Context: an optimization exercise on an open-source flow, tuned for small area and a short achievable clock period. The choices shown serve that exercise and are no tape-out recipe.
Function was checked by simulation only, so behaviour that the tests miss may differ from the original.
Power is estimated from default activity; no workload was simulated.

==> design/flow/design.v <==
module mem_ecc_codec (
    input  wire        clk,
    input  wire        rst_n,
    input  wire        in_valid,
    input  wire [1:0]  in_op,
    input  wire [63:0] in_data,
    input  wire [7:0]  in_check,
    output reg         out_valid,
    output wire [63:0] out_data,
    output wire [7:0]  out_check,
    output wire [1:0]  out_status,
    output wire [7:0]  out_syndrome,
    output wire [6:0]  out_pos
);
    localparam [511:0] HCOL = {
        8'h57,8'h4F,8'h3E,8'h3D,8'h3B,8'h37,8'h2F,8'h1F,8'hE0,8'hD0,8'hC8,8'hC4,8'hC2,8'hC1,8'hB0,8'hA8,
        8'hA4,8'hA2,8'hA1,8'h98,8'h94,8'h92,8'h91,8'h8C,8'h8A,8'h89,8'h86,8'h85,8'h83,8'h70,8'h68,8'h64,
        8'h62,8'h61,8'h58,8'h54,8'h52,8'h51,8'h4C,8'h4A,8'h49,8'h46,8'h45,8'h43,8'h38,8'h34,8'h32,8'h31,
        8'h2C,8'h2A,8'h29,8'h26,8'h25,8'h23,8'h1C,8'h1A,8'h19,8'h16,8'h15,8'h13,8'h0E,8'h0D,8'h0B,8'h07};
    function [3:0] mul_a;
        input [3:0] x;
        input [3:0] n;
        reg   [3:0] p;
        integer     i;
        begin
            p = x;
            for (i = 0; i < 15; i = i + 1)
                if (i < n) p = {p[2:0], 1'b0} ^ (p[3] ? 4'h3 : 4'h0);
            mul_a = p;
        end
    endfunction
    function [2:0] lg3;
        input [3:0] x;
        begin
            lg3[0] = (x == 4'h1) | (x == 4'h8) | (x == 4'hA) | (x == 4'hC) | (x == 4'hF);
            lg3[1] = (x == 4'h2) | (x == 4'h3) | (x == 4'h7) | (x == 4'hB) | (x == 4'hD);
            lg3[2] = (x == 4'h4) | (x == 4'h5) | (x == 4'h6) | (x == 4'h9) | (x == 4'hE);
        end
    endfunction
    function [4:0] lg5;
        input [3:0] x;
        begin
            lg5[0] = (x == 4'h1) | (x == 4'h6) | (x == 4'h7);
            lg5[1] = (x == 4'h2) | (x == 4'hC) | (x == 4'hE);
            lg5[2] = (x == 4'h4) | (x == 4'hB) | (x == 4'hF);
            lg5[3] = (x == 4'h5) | (x == 4'h8) | (x == 4'hD);
            lg5[4] = (x == 4'h3) | (x == 4'h9) | (x == 4'hA);
        end
    endfunction
    wire       dec = in_op[0];
    wire [7:0] cm  = in_check & {8{dec}};
    wire [7:0] hs;
    wire [3:0] s0, s1;
    wire xg0 = in_data[22] ^ in_data[25];
    wire xg1 = in_data[7] ^ in_data[19];
    wire xg2 = in_data[28] ^ xg0;
    wire xg3 = in_data[56] ^ in_data[63];
    wire xg4 = in_data[23] ^ in_data[26];
    wire xg5 = in_data[11] ^ in_data[15];
    wire xg6 = in_data[59] ^ in_data[61];
    wire xg7 = in_data[10] ^ in_data[30];
    wire xg8 = in_data[57] ^ in_data[60];
    wire xg9 = in_data[13] ^ in_data[16];
    wire xg10 = in_data[20] ^ in_data[24];
    wire xg11 = in_data[14] ^ in_data[31];
    wire xg12 = in_data[6] ^ in_data[18];
    wire xg13 = cm[3] ^ cm[7];
    wire xg14 = in_data[5] ^ in_data[21];
    wire xg15 = in_data[17] ^ cm[5];
    wire xg16 = in_data[58] ^ xg3;
    wire xg17 = in_data[27] ^ cm[1];
    wire xg18 = in_data[3] ^ in_data[12];
    wire xg19 = in_data[0] ^ in_data[62];
    wire xg20 = in_data[1] ^ in_data[4];
    wire xg21 = cm[2] ^ cm[6];
    wire xg22 = in_data[9] ^ in_data[29];
    wire xg23 = cm[0] ^ xg4;
    wire xg24 = in_data[2] ^ xg14;
    wire xg25 = in_data[8] ^ xg10;
    wire xg26 = xg7 ^ xg9;
    wire xg27 = xg11 ^ xg15;
    wire xg28 = xg16 ^ xg19;
    wire xg29 = in_data[2] ^ in_data[14];
    wire xg30 = in_data[35] ^ in_data[41];
    wire xg31 = in_data[53] ^ in_data[55];
    wire xg32 = in_data[1] ^ in_data[25];
    wire xg33 = in_data[47] ^ in_data[49];
    wire xg34 = in_data[33] ^ in_data[62];
    wire xg35 = in_data[37] ^ in_data[46];
    wire xg36 = in_data[4] ^ cm[4];
    wire xg37 = in_data[34] ^ in_data[54];
    wire xg38 = in_data[43] ^ in_data[52];
    wire xg39 = in_data[17] ^ in_data[42];
    wire xg40 = in_data[39] ^ in_data[48];
    wire xg41 = in_data[40] ^ in_data[44];
    wire xg42 = in_data[38] ^ in_data[50];
    wire xg43 = in_data[15] ^ in_data[24];
    wire xg44 = in_data[21] ^ cm[6];
    wire xg45 = in_data[11] ^ in_data[20];
    wire xg46 = in_data[36] ^ in_data[45];
    wire xg47 = in_data[29] ^ in_data[31];
    wire xg48 = in_data[16] ^ in_data[28];
    wire xg49 = in_data[3] ^ in_data[23];
    wire xg50 = in_data[32] ^ xg5;
    wire xg51 = in_data[27] ^ xg1;
    wire xg52 = cm[4] ^ xg17;
    wire xg53 = xg12 ^ xg18;
    wire xg54 = xg22 ^ xg32;
    wire xg55 = xg13 ^ xg21;
    wire xg56 = xg40 ^ xg41;
    wire xg57 = in_data[30] ^ xg44;
    wire xg58 = in_data[51] ^ xg31;
    wire xg59 = xg30 ^ xg46;
    wire xg60 = xg6 ^ xg39;
    wire xg61 = xg6 ^ xg8;
    wire xg62 = in_data[26] ^ xg12;
    wire xg63 = xg20 ^ xg45;
    wire xg64 = xg36 ^ xg48;
    wire xg65 = xg8 ^ xg24;
    wire xg66 = in_data[9] ^ xg53;
    wire xg67 = in_data[13] ^ xg54;
    wire xg68 = xg26 ^ xg63;
    wire xg69 = xg1 ^ xg2;
    wire xg70 = xg2 ^ xg57;
    wire xg71 = xg27 ^ xg55;
    wire xg72 = xg42 ^ xg59;
    wire xg73 = xg28 ^ xg65;
    wire xg74 = in_data[7] ^ in_data[59];
    wire xg75 = xg74 ^ xg23;
    wire xg76 = xg68 ^ xg72;
    wire xg77 = xg75 ^ xg73;
    wire xg78 = xg76 ^ xg77;
    wire xg79 = in_data[6] ^ in_data[10];
    wire xg80 = in_data[22] ^ in_data[35];
    wire xg81 = in_data[39] ^ in_data[51];
    wire xg82 = in_data[57] ^ xg11;
    wire xg83 = xg17 ^ xg18;
    wire xg84 = xg20 ^ xg35;
    wire xg85 = xg79 ^ xg80;
    wire xg86 = xg81 ^ xg25;
    wire xg87 = xg60 ^ xg82;
    wire xg88 = xg83 ^ xg84;
    wire xg89 = xg85 ^ xg28;
    wire xg90 = xg86 ^ xg87;
    wire xg91 = xg88 ^ xg89;
    wire xg92 = xg90 ^ xg91;
    wire xg93 = in_data[36] ^ in_data[37];
    wire xg94 = in_data[40] ^ in_data[47];
    wire xg95 = in_data[61] ^ cm[2];
    wire xg96 = xg38 ^ xg93;
    wire xg97 = xg94 ^ xg95;
    wire xg98 = xg2 ^ xg50;
    wire xg99 = xg96 ^ xg97;
    wire xg100 = xg66 ^ xg98;
    wire xg101 = xg99 ^ xg73;
    wire xg102 = xg100 ^ xg101;
    wire xg103 = in_data[8] ^ in_data[38];
    wire xg104 = in_data[53] ^ in_data[56];
    wire xg105 = cm[3] ^ xg1;
    wire xg106 = xg29 ^ xg34;
    wire xg107 = xg43 ^ xg49;
    wire xg108 = xg103 ^ xg104;
    wire xg109 = xg56 ^ xg61;
    wire xg110 = xg105 ^ xg106;
    wire xg111 = xg107 ^ xg108;
    wire xg112 = xg67 ^ xg109;
    wire xg113 = xg110 ^ xg111;
    wire xg114 = xg112 ^ xg113;
    wire xg115 = in_data[5] ^ in_data[8];
    wire xg116 = in_data[41] ^ in_data[43];
    wire xg117 = in_data[44] ^ in_data[49];
    wire xg118 = in_data[60] ^ xg22;
    wire xg119 = xg37 ^ xg115;
    wire xg120 = xg116 ^ xg117;
    wire xg121 = xg16 ^ xg51;
    wire xg122 = xg60 ^ xg62;
    wire xg123 = xg64 ^ xg118;
    wire xg124 = xg119 ^ xg120;
    wire xg125 = xg121 ^ xg122;
    wire xg126 = xg123 ^ xg124;
    wire xg127 = xg125 ^ xg126;
    wire xg128 = in_data[12] ^ in_data[18];
    wire xg129 = in_data[19] ^ in_data[33];
    wire xg130 = in_data[34] ^ in_data[45];
    wire xg131 = in_data[46] ^ in_data[48];
    wire xg132 = in_data[55] ^ in_data[58];
    wire xg133 = xg33 ^ xg128;
    wire xg134 = xg129 ^ xg130;
    wire xg135 = xg131 ^ xg132;
    wire xg136 = xg26 ^ xg27;
    wire xg137 = xg50 ^ xg61;
    wire xg138 = xg133 ^ xg134;
    wire xg139 = xg135 ^ xg136;
    wire xg140 = xg137 ^ xg138;
    wire xg141 = xg139 ^ xg140;
    wire xg142 = in_data[27] ^ in_data[32];
    wire xg143 = in_data[50] ^ in_data[52];
    wire xg144 = in_data[63] ^ xg4;
    wire xg145 = xg10 ^ xg34;
    wire xg146 = xg37 ^ xg47;
    wire xg147 = xg142 ^ xg143;
    wire xg148 = xg58 ^ xg144;
    wire xg149 = xg145 ^ xg146;
    wire xg150 = xg147 ^ xg70;
    wire xg151 = xg148 ^ xg149;
    wire xg152 = xg150 ^ xg151;
    wire xg153 = in_data[42] ^ in_data[54];
    wire xg154 = cm[7] ^ xg33;
    wire xg155 = xg35 ^ xg38;
    wire xg156 = xg153 ^ xg56;
    wire xg157 = xg58 ^ xg154;
    wire xg158 = xg155 ^ xg72;
    wire xg159 = xg156 ^ xg157;
    wire xg160 = xg158 ^ xg159;
    wire xg161 = in_data[0] ^ in_data[12];
    wire xg162 = cm[0] ^ xg161;
    wire xg163 = xg25 ^ xg64;
    wire xg164 = xg162 ^ xg163;
    wire xg165 = cm[1] ^ xg14;
    wire xg166 = xg15 ^ xg165;
    wire xg167 = xg67 ^ xg166;
    wire xg168 = in_data[22] ^ xg7;
    wire xg169 = xg21 ^ xg29;
    wire xg170 = xg62 ^ xg168;
    wire xg171 = xg169 ^ xg170;
    wire xg172 = in_data[31] ^ xg5;
    wire xg173 = xg13 ^ xg49;
    wire xg174 = xg51 ^ xg172;
    wire xg175 = xg173 ^ xg174;
    wire xg176 = in_data[0] ^ in_data[10];
    wire xg177 = cm[2] ^ cm[5];
    wire xg178 = cm[7] ^ xg9;
    wire xg179 = xg47 ^ xg176;
    wire xg180 = xg177 ^ xg23;
    wire xg181 = xg178 ^ xg179;
    wire xg182 = xg69 ^ xg180;
    wire xg183 = xg181 ^ xg182;
    wire xg184 = xg52 ^ xg68;
    wire xg185 = xg69 ^ xg71;
    wire xg186 = xg184 ^ xg185;
    wire xg187 = in_data[18] ^ in_data[29];
    wire xg188 = xg5 ^ xg187;
    wire xg189 = xg23 ^ xg24;
    wire xg190 = xg25 ^ xg188;
    wire xg191 = xg71 ^ xg189;
    wire xg192 = xg190 ^ xg191;
    wire xg193 = in_data[19] ^ xg13;
    wire xg194 = xg43 ^ xg52;
    wire xg195 = xg193 ^ xg66;
    wire xg196 = xg70 ^ xg194;
    wire xg197 = xg195 ^ xg196;
    assign hs[0] = xg78;
    assign hs[1] = xg92;
    assign hs[2] = xg102;
    assign hs[3] = xg114;
    assign hs[4] = xg127;
    assign hs[5] = xg141;
    assign hs[6] = xg152;
    assign hs[7] = xg160;
    assign s0[0] = xg164;
    assign s0[1] = xg167;
    assign s0[2] = xg171;
    assign s0[3] = xg175;
    assign s1[0] = xg183;
    assign s1[1] = xg186;
    assign s1[2] = xg192;
    assign s1[3] = xg197;
    wire [3:0] x9 = mul_a(s1, 4'd3) ^ mul_a(s0, 4'd11);
    wire [3:0] x8 = s0 ^ x9;
    wire [2:0] a0 = lg3(s0), a1 = lg3(s1);
    wire [4:0] b0 = lg5(s0), b1 = lg5(s1);
    reg  [2:0] jm3;
    reg  [4:0] jm5;
    integer    r, q;
    always @* begin
        for (r = 0; r < 3; r = r + 1) begin
            jm3[r] = 1'b0;
            for (q = 0; q < 3; q = q + 1) jm3[r] = jm3[r] | (a0[q] & a1[(q + r) % 3]);
        end
        for (r = 0; r < 5; r = r + 1) begin
            jm5[r] = 1'b0;
            for (q = 0; q < 5; q = q + 1) jm5[r] = jm5[r] | (b0[q] & b1[(q + r) % 5]);
        end
    end
    reg        op1_q, dec_q, hdec_q, rdec_q;
    reg [63:0] d_q;
    reg [7:0]  c_q;
    reg [7:0]  t_q;
    always @(posedge clk) begin
        if (!rst_n) out_valid <= 1'b0;
        else        out_valid <= in_valid;
        op1_q  <= in_op[1];
        dec_q  <= in_op[0];
        hdec_q <= in_op[1] & in_op[0];
        rdec_q <= ~in_op[1] & in_op[0];
        d_q    <= in_op[1] ? in_data : {24'h0, jm5, jm3, in_data[31:0]};
        c_q    <= dec ? in_check : {x9, x8};
        t_q    <= in_op[1] ? hs : {s1, s0};
    end
    reg [15:0] lo, hi;
    integer    v;
    always @* begin
        for (v = 0; v < 16; v = v + 1) begin
            lo[v] = (t_q[3:0] == v[3:0]);
            hi[v] = (t_q[7:4] == v[3:0]) & hdec_q;
        end
    end
    wire [63:0] hm;
    genvar g;
    generate for (g = 0; g < 64; g = g + 1) begin : g_hm
        assign hm[g] = lo[HCOL[8*g +: 4]] & hi[HCOL[8*g+4 +: 4]];
    end endgenerate
    wire [7:0] hcf = {hi[8] & lo[0], hi[4] & lo[0], hi[2] & lo[0], hi[1] & lo[0],
                      lo[8] & hi[0], lo[4] & hi[0], lo[2] & hi[0], lo[1] & hi[0]};
    reg [6:0] hps;
    reg       hit;
    integer   k, i;
    always @* begin
        hps = 7'd0;
        hit = 1'b0;
        for (k = 0; k < 64; k = k + 1)
            if (t_q == HCOL[8*k +: 8]) begin
                hps = k[6:0];
                hit = 1'b1;
            end
        for (i = 0; i < 8; i = i + 1)
            if (t_q == (8'h01 << i)) begin
                hps = 7'd64 + i[6:0];
                hit = 1'b1;
            end
    end
    wire [1:0] hst = {hdec_q & (t_q != 8'h00) & ~hit, hdec_q & hit};
    wire [2:0] jm3q = d_q[34:32];
    wire [4:0] jm5q = d_q[39:35];
    reg  [9:0] re;
    integer    j;
    always @* begin
        for (j = 0; j < 10; j = j + 1) re[j] = jm3q[j % 3] & jm5q[j % 5];
    end
    wire [3:0] s0g = t_q[3:0] & {4{rdec_q}};
    reg [31:0] rfl;
    always @* begin
        for (k = 0; k < 8; k = k + 1) rfl[4*k +: 4] = s0g & {4{re[k]}};
    end
    wire [7:0] rcf = {s0g & {4{re[9]}}, s0g & {4{re[8]}}};
    wire       rhit = |re;
    wire [3:0] rps  = {re[8] | re[9], re[4] | re[5] | re[6] | re[7],
                       re[2] | re[3] | re[6] | re[7], re[1] | re[3] | re[5] | re[7] | re[9]};
    wire [1:0] rst  = {rdec_q & (t_q != 8'h00) & ~rhit, rdec_q & rhit};
    wire senc = op1_q & ~dec_q;
    assign out_data[31:0]  = d_q[31:0] ^ (hm[31:0] | rfl);
    assign out_data[39:32] = (d_q[39:32] ^ hm[39:32]) & {8{op1_q}};
    assign out_data[63:40] = d_q[63:40] ^ hm[63:40];
    assign out_check       = senc ? t_q : (c_q ^ (hcf | rcf));
    assign out_status      = op1_q ? hst : rst;
    assign out_syndrome    = t_q & {8{dec_q}};
    assign out_pos         = op1_q ? (hps & {7{hdec_q}}) : {3'b000, rps & {4{rdec_q}}};
endmodule
==> design/flow/flow/run.sh <==
#!/bin/bash
# Standard layout, with plain buffers on the ports instead of the delay cells
# buffer_ports picks by default.
set -euo pipefail
bash standard.sh BUFFER_PORTS_ARGS="-buffer_cell sky130_fd_sc_hd__buf_1" finish > make_finish.log 2>&1
==> design/flow/standard.sh <==
#!/bin/bash
# synth_recipe.tcl (not shown) runs the flow's synth.tcl, then flattens the netlist and writes it again
# the make line also repeats each setting of config.mk as NAME=value (left out here)
make -C /OpenROAD-flow-scripts/flow DESIGN_CONFIG=/design/flow/config.mk WORK_HOME=/design/flow/orfs CLKGATE_MAP_FILE= SYNTH_SCRIPT=/design/flow/synth_recipe.tcl "${@:-finish}"
==> design/flow/config.mk <==
export PLATFORM = sky130hd
export DESIGN_NAME = mem_ecc_codec
export DESIGN_NICKNAME = mem_ecc_codec
export VERILOG_FILES = /design/flow/design.v
export SDC_FILE = /design/flow/constraint.sdc
export NUM_CORES = 4
export LEC_CHECK = 0
export CAP_MARGIN = 20
export CORE_MARGIN = 2
export CORE_UTILIZATION = 40
export SETUP_SLACK_MARGIN = 4.2
export SLEW_MARGIN = 20
==> design/flow/constraint.sdc <==
create_clock -name core_clock -period 8.0 [get_ports {clk}]
set_input_delay 1.6000 -clock core_clock [delete_from_list [all_inputs] [get_ports {clk}]]
set_output_delay 1.6000 -clock core_clock [all_outputs]
set_load 0.01 [all_outputs]
==> metrics.md, run 1 <==
| Metric | Value |
|---|---|
| Outcome | finished clean |
| Antenna viol nets, final | 0 |
| Crit Path Class | reg -> out |
| Vias/cell | 5.90 |
| LEAKAGE | 4.50 nW |
| Fin util | 0.594 |
| Final Cycle Share | 0.536 |
| Commonest cells post-synth | 162 x xnor2_1, 93 x nand2_1, 91 x xor2_1 |
| Overflow after GRT | 0 |
| Post-synth EDFFs | 0 |
| Mapped Area | 0.00786 sq mm |
| Starting DRT DRC Count | 1229 |
| Most frequent cell after synthesis | xnor2_1 |
| Root buffer cell | clkbuf_16 |
| Initial antenna violation count | 0 |
| Effective utilization at floorplan | 0.405 |
| # rows | 51 |
| Via count | 8830 |
| NetSw | 2.43 mW |
| Cells along the critical path | buf_12, buf_6, nor2b_4, buf_8, buf_4, nand2_4, a211oi_2, a21oi_1, nor2_2, a2111oi_4, o22ai_1, buf_2 |
| Hold Startpoint | in_data[13] |
| Syn Nets | 1051 |
| Per-cell routed wire length | 23.5 um |
| # hold bufs at CTS | 0 |
| Endpoint class of the critical path | primary output |
| Sink Count | 85 |
| Dpl hpwl | 23.0 mm |
| Total GRT Usage | 0.317 |
| Hold Crit Class | in -> reg |
| CP required | 6.40 ns |
| Gpl congestion | 0.967 |
| Clk pin slew, worst setup/hold paths | 0.07 ns |
| Slew @ Worst Pin | 0.703 ns |
| Switching share of total power | 0.486 |
| CTS buffer count | 9 |
| Slowest stage delay, CP | 0.36 ns |
| Final Max Tran Viols | 0 |
| Cell Area, Placed | 0.00875 sq mm |
| VDD IR-drop max | 0.217 mV |
| P per Cell Area | 434 mW/mm^2 |
| CTS tree | built |
| Synth area leader | dfxtp_1 |
| Die width | 144 um |
| Share of layout cells above drive strength 1 | 0.315 |
| Max Fclk | 0.233 GHz |
| Drt total wl | 35.3 mm |
| Die height | 144 um |
| Seq/Total Area, Yosys | 0.216 |
| Critical Path Start | t_q[5] |
| Core area | 0.0194 sq mm |
| Io pins | 167 |
| Seq pwr share | 0.123 |
| Avg Inst Size Synth | 8.14 sq um |
| Area of the die | 0.0208 sq mm |
| Max-Cap Viols | 0 |
| Post-synthesis cell count | 966 |
| Final instance area | 0.0115 sq mm |
| Residual DRC | 0 |
| Crit path DAT | 2.69 ns |
| Top cells by area, synth | dfxtp_1 22%, xnor2_1 18%, xor2_1 10% |
| Filler Cell Count | 1671 |
| Number of port buffers | 166 |
| Largest net degree at the start of global routing | 51 |
| Clk pwr share | 0.087 |
| Dominant synthesized flop cell | dfxtp_1 |
| Critical path's top delay family | buffers and inverters |
| Endpoints failing setup | 0 |
| Yosys reg bits | 85 |
| Crit-path max FO | 6 |
| Synth warn | 1 |
| DRT Pass-1 Iters | 6 |
| RSZ-0062 raised after global routing | yes |
| Ys async rst share | 0 |
| CTS Buffer Depth | 2 |
| CP startpoint kind | flip-flop |
| Critical-path top delay cell | dfxtp_4 |
| Critical path buffers and inverters | 5 |
| Normalized max-slew margin | 0.531 |
| Nets | 1312 |
| Ant diodes | 0 |
| Logic pwr share | 0.789 |
| Vias in the first global route | 8107 |
| Cell internal pwr | 2.57 mW |
| H-tree depth | 3 |
| Setup TNS | 0 ns |
| Post-synthesis cell type count | 74 |
| Area grow syn2layout | 46.5% |
| Synth top area share | 0.216 |
| First-pass GRT wire length | 49.0 mm |
| Final hold viol count | 0 |
| Tmin final | 4.29 ns |
[kinds of logic after synthesis]
logic type | after synthesis | share of synthesized area
flops | 85 | 0.216
buf+inv | 64 | 0.0369
mux | 6 | 0.00844
xor+xnor | 285 | 0.361
compound gates | 203 | 0.169
simple gates | 315 | 0.195
fa+ha+maj | 8 | 0.0127
[path summary, 6_finish.rpt]
path | to | slack (ns) | depth (start not counted)
setup / recovery | out_pos[0] | 3.71 | 12
hold / removal | d_q[13] | 1.38 | 1
[final cells by class]
type / instances / area (sq um) / share of cell area
clock inverter: 6 / 75.1 / 0.00652
inverter: 14 / 60.1 / 0.00522
sequential: 85 / 1730 / 0.150
timing repair buffer: 300 / 2140 / 0.185
clock buffer: 10 / 239 / 0.0208
tap: 265 / 332 / 0.0288
multi-input combinational: 817 / 6940 / 0.603
[power by group through the flow]
stage               clock (mW)  sequential (mW)  combinational, mW
detailed placement           0            0.589               2.53
global placement             0            0.590               2.52
floorplan                    0            0.567               1.96
CTS                      0.441            0.609               3.40
global route             0.459            0.623               4.11
finish                   0.437            0.616               3.95
[metal layers]
layer	routed length (um)	vias up	global-route usage
met5	0	-	0
met4	2200	0	0.157
met3	3480	221	0.0623
met2	16600	652	0.527
met1	13000	4112	0.392
li1	-	3845	-
[layout by cell type, fill, tap and decap left out, drive strengths merged, types with 4 or more instances in the layout]
| master | netlist | final |
|---|---|---|
| a211oi | 4 | 4 |
| a21oi | 31 | 31 |
| a221oi | 4 | 4 |
| a22oi | 10 | 10 |
| a2bb2oi | 6 | 6 |
| a31oi | 7 | 7 |
| and2 | 47 | 47 |
| and3 | 7 | 7 |
| buf | 9 | 282 |
| bufbuf | 0 | 7 |
| clkbuf | 41 | 21 |
| dfxtp | 85 | 85 |
| ha | 8 | 8 |
| inv | 14 | 15 |
| mux2i | 4 | 4 |
| nand2 | 94 | 94 |
| nand2b | 11 | 11 |
| nand3 | 31 | 31 |
| nand4 | 9 | 9 |
| nor2 | 69 | 69 |
| nor2b | 16 | 16 |
| nor3 | 13 | 13 |
| nor4 | 4 | 4 |
| o211ai | 6 | 6 |
| o21ai | 54 | 54 |
| o221ai | 4 | 4 |
| o22ai | 43 | 43 |
| xnor2 | 177 | 177 |
| xnor3 | 10 | 10 |
| xor2 | 96 | 96 |
[through the flow]
step           total power [mW]  worst slack [ns]  hold slack (ns)  std cells
4_1_cts                    4.45              3.78             1.37       1467
2_1_floorplan              2.53              4.12             1.63        966
3_3_place_gp               3.11              3.11             1.79       1359
3_5_place_dp               3.12              3.02             1.78       1359
6_report                   5.00              3.71             1.38       1497
5_1_grt                    5.19              3.67             1.36       1497
[registers in the layout, indices dropped and copies added, names as in the netlist]
signal / count
d_q: 64
c_q: 8
t_q: 8
dec_q: 1
hdec_q: 1
op1_q: 1
out_valid: 1
rdec_q: 1
[repair_timing]
action,in CTS,in global routing
gates cloned,7,1
gates resized for setup,208,107
setup endpoints to repair,95,91
pin swaps,55,47
setup buffers,85,29
==> inputs of run 2 (changes only) <==
--- a/design/flow/config.mk
+++ b/design/flow/config.mk
@@ -8,5 +8,5 @@
 export CAP_MARGIN = 20
 export CORE_MARGIN = 2
 export CORE_UTILIZATION = 40
-export SETUP_SLACK_MARGIN = 4.2
+export SETUP_SLACK_MARGIN = 3.5
 export SLEW_MARGIN = 20
==> metrics.md, run 2 <==
| Metric | Value |
|---|---|
| Residual DRC | 0 |
| H-tree depth | 3 |
| Ys async rst share | 0 |
| Biggest register | d_q |
| DRT Pass-1 Iters | 6 |
| LEAKAGE | 3.43 nW |
| Tmin final | 4.46 ns |
| Dominant synthesized flop cell | dfxtp_1 |
| Outcome | finished clean |
| CTS buffer count | 9 |
| Most frequent cell after synthesis | xnor2_1 |
| Effective utilization at floorplan | 0.405 |
| Die height | 144 um |
| Sink Count | 85 |
| Final Cycle Share | 0.558 |
| Vias/cell | 5.63 |
| Ant diodes | 0 |
| Fin util | 0.479 |
| # rows | 51 |
| Die width | 144 um |
| Area of the die | 0.0208 sq mm |
| Max-Cap Viols | 0 |
| Via count | 7808 |
| CP endpoint | out_data[1] |
| Hold path cells | 2 |
| First-pass GRT wire length | 43.0 mm |
| Syn Nets | 1051 |
| Avg Inst Size Synth | 8.14 sq um |
| Gpl congestion | 0.955 |
| Area grow syn2layout | 18.2% |
| CP required | 6.40 ns |
| Total GRT Usage | 0.278 |
| Post-synthesis cell type count | 74 |
| Crit path DAT | 2.86 ns |
| VDD IR-drop max | 0.205 mV |
| CTS tree | built |
| Initial antenna violation count | 0 |
| Max Fclk | 0.224 GHz |
| Post-synth EDFFs | 0 |
| Vias in the first global route | 7097 |
| Final hold viol count | 0 |
| Max reg flops | 64 |
| Synth warn | 1 |
| Number of port buffers | 166 |
| Mapped Area | 0.00786 sq mm |
| Normalized max-slew margin | 0.412 |
| Io pins | 167 |
| Per-cell routed wire length | 21.2 um |
| Crit Path Class | reg -> out |
| Hold Crit Class | in -> reg |
| Top cells by area, synth | dfxtp_1 22%, xnor2_1 18%, xor2_1 10% |
| P per Cell Area | 404 mW/mm^2 |
| Starting DRT DRC Count | 913 |
| Crit-path max FO | 35 |
| Nets | 1203 |
| Antenna viol nets, final | 0 |
| Largest net degree at the start of global routing | 51 |
| Yosys reg bits | 85 |
| Critical Path Start | t_q[5] |
| Seq/Total Area, Yosys | 0.216 |
| Endpoints failing setup | 0 |
| Final Max Tran Viols | 0 |
| Post-synthesis cell count | 966 |
| Root buffer cell | clkbuf_16 |
| Synth top area share | 0.216 |
| Synth area leader | dfxtp_1 |
| Slew @ Worst Pin | 0.882 ns |
| Commonest non-fill, non-tap cell in the layout | buf_1 |
| Overflow after GRT | 0 |
| CTS Buffer Depth | 2 |
| RSZ-0062 raised after global routing | yes |
| Commonest cells post-synth | 162 x xnor2_1, 93 x nand2_1, 91 x xor2_1 |
| Dpl hpwl | 23.0 mm |
| Share of layout cells above drive strength 1 | 0.0935 |
| Endpoint class of the critical path | primary output |
| Core area | 0.0194 sq mm |
| Drt total wl | 29.5 mm |
| Most frequent cells in the layout | 164 x buf_1, 160 x xnor2_1, 91 x xor2_1 |
| Setup TNS | 0 ns |
| CP startpoint kind | flip-flop |
| Clk pin slew, worst setup/hold paths | 0.08 ns |
| Leading registers by flop count | d_q x64, c_q x8, t_q x8 |
## run 2: cell types whose count changed in the layout (fill, tap and decap cells not counted), sizes merged
cell      delta
clkbuf      -10
bufbuf       -7
clkinvlp     -2
clkinv       +4
buf         -93
bufinv       -1
## run 2: per-stage QoR
step / power, mW / hold slack [ns] / cells / setup slack [ns] / area (sq um)
6_report: 3.76 / 1.43 / 1388 / 3.54 / 9290
4_1_cts: 3.53 / 1.42 / 1374 / 3.47 / 9060
3_3_place_gp: 3.06 / 1.79 / 1358 / 2.79 / 8660
3_5_place_dp: 3.06 / 1.79 / 1358 / 2.66 / 8660
2_1_floorplan: 2.45 / 1.63 / 966 / 3.91 / 7860
5_1_grt: 3.98 / 1.43 / 1388 / 3.43 / 9290
## run 2: layer usage
metal  up-vias  wire (um)  GRT usage
li1       3619          -          -
met1      3596      12000      0.374
met2       502      13800      0.461
met3        91       2430     0.0315
met4         0       1220      0.102
met5         -          0          0
## run 2: timing repair
item                                    4_1_cts  5_1_grt
hold buffers                                  0        0
pin swaps                                     0        4
endpoints found under the setup margin       43       26
cloned                                        0        0
buffers inserted                              0       14
gates resized for setup                      23       32
## run 2: cells by family (layout without fill, tap and decap cells)
| logic type | after synthesis | after routing | synth area share |
|---|---|---|---|
| AOI/OAI and AO/OA | 203 | 203 | 0.169 |
| xor gates and xnor gates | 285 | 285 | 0.361 |
| adders and majority gates | 8 | 8 | 0.0127 |
| buffers and inverters | 64 | 221 | 0.0369 |
| DFF | 85 | 85 | 0.216 |
| muxes | 6 | 6 | 0.00844 |
| and+or+nand+nor | 315 | 315 | 0.195 |
## run 2: critical path, stage by stage (launching register included)
cell and delay, ns:
dfxtp_1 0.33, buf_8 0.19, or2_2 0.37, nor3_2 0.32, buf_4 0.22, nand2_1 0.20, o32ai_1 0.53, xor2_1 0.19
buf_1 0.16
## run 2: final cells by class
cell class                 instances  area [sq um]
multi-input combinational        817          6010
fill                            2014         10100
clock inverter                     7          91.3
timing repair buffer             191           880
clock buffer                       9           225
sequential                        85          1700
inverter                          14          56.3
tap                              265           332
## run 2: where the power goes
group	switching, mW	total, mW	internal, mW
Sequential	0.0814	0.594	0.513
Clock	0.204	0.428	0.224
Combinational	1.66	2.74	1.07
Total	1.95	3.76	1.81
## run 2: how the worst min path moves through the flow
stage | from | endpoint | slack, ns
after CTS | in_data[16] | d_q[16] | 1.42
after global placement | in_valid | out_valid | 1.79
after floorplan | in_data[0] | d_q[0] | 1.63
final | in_valid | out_valid | 1.43
after detailed placement | in_data[16] | d_q[16] | 1.79
after global routing | in_data[16] | d_q[16] | 1.43

==> afterwards: timing with drivers on the ports <==
The results above use ideal ports. As a check the final layouts listed here were re-extracted and re-timed, cells and wires unchanged. Step 1 assumes that a clkbuf_16 drives the clock port and a buf_2 every other input. Step 2 adds t to the input delays and takes it off the output delays; t is the mean of the earliest and latest rising clock arrival at the registers after step 1. Input paths then give back, and output paths get back, about the clock's delay inside the block. Three values: ideal ports, drivers, drivers and shift; two values: the first two.
run | shift t [ns] | setup slack, ns | hold slack, ns
run 1 | 0.372 | 3.710 / 3.669 / 3.595 | 1.378 / 1.390 / 1.762
run 2 | 0.382 | 3.536 / 3.496 / 3.272 | 1.434 / 1.414 / 1.796
After both steps setup and hold are still met in every run listed. For run 2, which loses most, drivers alone change the setup slack by -0.040 ns; drivers and shift together by -0.264 ns.
